From an optimization exercise on the open Yosys and OpenROAD flow, aimed at small area, a short achievable clock period and few clock cycles per item; shortcuts taken in it are not production practice.
Only simulation tests tie the RTL to the original design; equivalence was not proved.

===== config.mk =====
export PLATFORM = sky130hd
export DESIGN_NAME = wave_codec
export DESIGN_NICKNAME = wave_codec
export VERILOG_FILES = /design/flow/design.v
export SDC_FILE = /design/flow/constraint.sdc
export NUM_CORES = 4
export LEC_CHECK = 0
export CAP_MARGIN = 20
export CORE_MARGIN = 2
export CORE_UTILIZATION = 40
export PLACE_DENSITY = 0.6
export SLEW_MARGIN = 20

===== constraint.sdc =====
create_clock -name core_clock -period 12.0 [get_ports {clk}]
set_input_delay 2.4000 -clock core_clock [delete_from_list [all_inputs] [get_ports {clk}]]
set_output_delay 2.4000 -clock core_clock [all_outputs]
set_load 0.01 [all_outputs]

===== design.v =====
module wave_codec (
    input  wire        clk,
    input  wire        rst,         
    input  wire        start,       
    input  wire [7:0]  cfg_q,       
    input  wire        cfg_pred2,   
    input  wire        in_valid,
    output wire        in_ready,
    input  wire [31:0] in_sample,   
    output wire        out_valid,
    input  wire        out_ready,
    output wire [7:0]  out_byte
);
    localparam [1:0] S_IDLE = 2'd0,
                     S_DIV  = 2'd1,
                     S_UPD  = 2'd2,
                     S_EMIT = 2'd3;
    reg [1:0]  state;
    reg [15:0] step;        
    reg        pred2;
    reg signed [32:0] r1, r2;
    reg signed [31:0] x;
    reg signed [34:0] d;    
    reg        neg;         
    reg [34:0] quo;         
    reg [16:0] rem;
    reg [5:0]  cnt;
    reg [35:0] zz;
    wire signed [34:0] r1_w = {{2{r1[32]}}, r1};
    wire signed [34:0] r2_w = {{2{r2[32]}}, r2};
    wire signed [34:0] p    = pred2 ? (r1_w + r1_w - r2_w) : r1_w;
    wire signed [34:0] x_in = {{3{in_sample[31]}}, in_sample};
    wire signed [34:0] d_in = x_in - p;
    wire [34:0] mag_in      = d_in[34] ? -d_in : d_in;
    wire [34:0] num_in      = mag_in + {20'd0, step[15:1]};
    wire [16:0] trial  = {rem[15:0], quo[34]};
    wire        fits   = trial >= {1'b0, step};
    wire [16:0] rem_nx = fits ? trial - {1'b0, step} : trial;
    wire signed [35:0] q_s   = {1'b0, quo};
    wire signed [35:0] k     = (step == 16'd0) ? {d[34], d} : (neg ? -q_s : q_s);
    wire signed [52:0] kstep = k * $signed({1'b0, step});
    wire signed [52:0] r_q   = {{18{p[34]}}, p} + kstep;
    wire signed [32:0] r_new = (step == 16'd0) ? {x[31], x} : r_q[32:0];
    wire [35:0] zz_new       = {k[34:0], 1'b0} ^ {36{k[35]}};
    assign in_ready  = (state == S_IDLE);
    assign out_valid = (state == S_EMIT);
    assign out_byte  = {(zz[35:7] != 29'd0), zz[6:0]};
    always @(posedge clk) begin
        if (rst) begin
            state <= S_IDLE;
        end else begin
            case (state)
                S_IDLE: begin
                    if (start) begin
                        step  <= cfg_q * 16'd1000;
                        pred2 <= cfg_pred2;
                        r1    <= 33'sd0;
                        r2    <= 33'sd0;
                    end else if (in_valid) begin
                        x   <= in_sample;
                        d   <= d_in;
                        neg <= d_in[34];
                        quo <= num_in;
                        rem <= 17'd0;
                        cnt <= 6'd0;
                        state <= (step == 16'd0) ? S_UPD : S_DIV;
                    end
                end
                S_DIV: begin
                    rem <= rem_nx;
                    quo <= {quo[33:0], fits};
                    cnt <= cnt + 6'd1;
                    if (cnt == 6'd34)
                        state <= S_UPD;
                end
                S_UPD: begin
                    zz    <= zz_new;
                    r2    <= r1;
                    r1    <= r_new;
                    state <= S_EMIT;
                end
                S_EMIT: begin
                    if (out_ready) begin
                        zz <= {7'd0, zz[35:7]};
                        if (zz[35:7] == 29'd0)
                            state <= S_IDLE;
                    end
                end
            endcase
        end
    end
endmodule

===== run.sh =====
#!/bin/bash
# synth_recipe.tcl (not shown) runs the flow's synth.tcl, then flattens the netlist and writes it again
# the make line also repeats each setting of config.mk as NAME=value (left out here)
make -C /OpenROAD-flow-scripts/flow DESIGN_CONFIG=/design/flow/config.mk WORK_HOME=/design/flow/orfs CLKGATE_MAP_FILE= SYNTH_SCRIPT=/design/flow/synth_recipe.tcl finish

==> metrics.yaml <==
rows: 99
avgSynthCellArea_um2: 9.01
grt_overflow: 0
path_clk_slew_ns: 0.06
fin_nets: 3816
yosys_warnings: 1
cp.required_ns: 12.32
hold_slack_ns: 0.509
die_height_um: 276
async_flop_share_pct: 0
htreeDepth: 2
ctsHoldBuffers: 0
initial_core_util_pct: 40.5
layout_setup_ws_ns: 1.19
post-place-ws_ns: 1.46
synth_cells: 3285
post_cts_resized: 0
grt_max_degree: 70
antenna_cells: 0
vias: 23200
cts_sinks: 242
syn_nets: 3821
cts_made_buffers: 36
max-cap-violations: 0
drt_pass1_iterations: 16
avgViaCountPerCell: 5.43
synth-seq-area-share_pct: 24.5
relSlewSlack_pct: 29.6
grt_pass1_wl_um: 132000
grt_usage_pct: 22.0
detailed_place_hpwl_um: 64800
io_pins: 56
hold_violations: 0
finalMaxSlewViolations: 0
final_common_cell: "inv_1"
crit_top_cell: "fa_1"
skew_ns: 0.0335
tightestPinTransition_ns: 1.06
arrival_ns: 11.13
post-cts-setup-buffers: 0
insertion_delay_ns: 0.57
drcViolationCount: 0
slowest_stage: "a21oi_1"
antenna_found_initial: 0
path_class: "reg2reg"
port_buffers: 55
synth_flop_cell: "edfxtp_1"
die_area_um2: 76200
startpoint_type: "flip-flop"
drive_gt1_share_pct: 5.47
synthesis.area_um2: 29600
r2r_cells: 32
rr_endpoint: "r1[31]$_SDFFCE_PN0P_"
synth_edf_count: 240
yosysTopAreaCell: "edfxtp_1"
die_x_um: 276
ys_seq_elements: 242
drtIter0Drc: 1867
status: "no timing/DRC/antenna violations"
end_kind: "flip-flop"
drt-total-wl_um: 83700
period_share_pct: 90.1
period_needed_ns: 10.81
layout_common_cells: "441 x inv_1, 342 x nand2_1, 259 x fa_1"
grt_pass1_vias: 22900
clockBufferDepth: 3
wl_per_cell_um: 19.6
cts_tree: "yes"
r2r-start: "step[13]$_DFFE_PP_"
r2r_slack_ns: 1.19
cp_slowest_stage_delay_ns: 1.14
tns_ns: 0
hold_path.class: "reg2reg"
critPathLaunch: "step[13]$_DFFE_PP_"
fmax_ghz: 0.0925
rsz0062_at_grt: "no"
setup_viol: 0
cp_max_fo: 20
ant_nets: 0
ys_types: 93
synth_top_area_share_pct: 24.4
clock-root-buffer: "clkbuf_16"
yosys-top-cells-area: "edfxtp_1 24%, fa_1 18%, ha_1 9.8%"
core_area_um2: 73100
cp-endpoint: "r1[31]$_SDFFCE_PN0P_"
syn_to_final_growth_pct: 9.44
gp_congestion: 0.919
## worst min-delay path by stage
stage | start | end | slack [ns] | cells after the start
after detailed placement | state[0]$_SDFFE_PP0P_ | state[0]$_SDFFE_PP0P_ | 0.50 | 2
after global placement | state[0]$_SDFFE_PP0P_ | state[0]$_SDFFE_PP0P_ | 0.50 | 2
after floorplan | state[0]$_SDFFE_PP0P_ | state[0]$_SDFFE_PP0P_ | 0.46 | 2
after global routing | state[0]$_SDFFE_PP0P_ | state[0]$_SDFFE_PP0P_ | 0.54 | 2
final | state[0]$_SDFFE_PP0P_ | state[0]$_SDFFE_PP0P_ | 0.51 | 2
after CTS | state[0]$_SDFFE_PP0P_ | state[0]$_SDFFE_PP0P_ | 0.51 | 2
## layout make-up
cell class,instances,area [um^2]
Sequential cell,242,7250
Tap cell,959,1200
Clock buffer,44,952
Fill cell,7197,40700
Timing Repair Buffer,93,848
Multi-Input combinational cell,2461,20200
Inverter,446,1670
Clock inverter,21,299
## metrics by stage
step	util (%)	area, um^2	cells
after floorplan	-	29600	3285
after global placement	42.6	31100	4200
after detailed placement	42.6	31100	4200
after CTS	44.3	32400	4265
after global routing	44.3	32400	4266
final	44.3	32400	4266
## flip-flops by register name, summed over array words and instances (netlist names)
register,flops
zz,36
step,13
r2,33
state,2
r1,33
rem,16
pred2,1
quo,35
cnt,6
d,35
x,32
## cells by family after synthesis
| kind of cell | count (synthesis) | synth area share [%] |
|---|---|---|
| buf+inv | 582 | 7.57 |
| simple gates | 1042 | 17.2 |
| mux | 52 | 1.89 |
| fa+ha+maj | 490 | 27.3 |
| compound gates | 624 | 14.0 |
| xor+xnor | 253 | 7.53 |
| flops | 242 | 24.5 |
## worst max-delay path, delay by kind of cell (launching register included)
| kind | cells | cell delay, ns |
|---|---|---|
| buffers and inverters | 2 | 0.11 |
| AND/OR/NAND/NOR | 8 | 2.27 |
| AO/OA/AOI/OAI | 14 | 3.57 |
| adder cells (fa/ha/maj) | 8 | 3.79 |
| flip-flops | 1 | 0.81 |
## routing by layer
metal | up-vias | routed length, um | GRT usage [%] | share of wire [%]
met3 | 140 | 5360 | 3.30 | 6.4
met5 | - | 0 | 0 | 0
met2 | 674 | 38500 | 36.1 | 46
met1 | 11300 | 37500 | 30.2 | 45
li1 | 11000 | - | - | -
met4 | 0 | 2390 | 6.45 | 2.9
## synthesized netlist by cell type, drive strengths merged (9+ instances only)
| library cell | count |
|---|---|
| o41ai | 12 |
| a211oi | 22 |
| nand2 | 342 |
| ha | 231 |
| mux2i | 21 |
| a21oi | 150 |
| o31a | 10 |
| o31ai | 27 |
| o21ai | 184 |
| o211ai | 18 |
| o21bai | 20 |
| edfxtp | 240 |
| fa | 259 |
| xnor2 | 153 |
| nand3 | 39 |
| or3 | 23 |
| a21o | 60 |
| mux2 | 31 |
| inv | 442 |
| nor2 | 236 |
| nor3b | 9 |
| nand4 | 22 |
| o21a | 20 |
| nor4 | 17 |
| buf | 25 |
| or2 | 15 |
| nand2b | 25 |
| xor2 | 99 |
| clkbuf | 111 |
| nor2b | 34 |
| a31oi | 16 |
| or4 | 14 |
| nor3 | 53 |
| and3 | 18 |
| a21boi | 19 |
| and2 | 166 |
Testbench counts, summed over its fixed seeds: cycles 305,723, items 9,600.

==> port drivers added, routing unchanged <==
Ports are ideal in the flow. The routed layout listed here was re-timed in OpenROAD.
Step 1 sets driving cells, clkbuf_16 on the clock port and buf_2 on the other inputs (assumed; they add their load-dependent delay and slew).
Step 2 moves the port delays by t, midway between the first and last clock arrival at a register: inputs arrive t later, outputs are due t later. That takes back most of the time a late clock gives input paths.
a / b / c = ideal ports / drivers / drivers and shift; a / b = the first two.
shift t [ns]: 0.616
setup slack, ns: 1.189 / 1.189 / 1.189
hold slack, ns: 0.509 / 0.509 / 0.509
worst setup path at the end: register to register
slew at the worst register clock pin (ns): 0.07 / 0.07
After both steps this run still meets setup and hold. For this run, drivers alone change the setup slack by 0.000 ns; drivers and shift together by 0.000 ns.
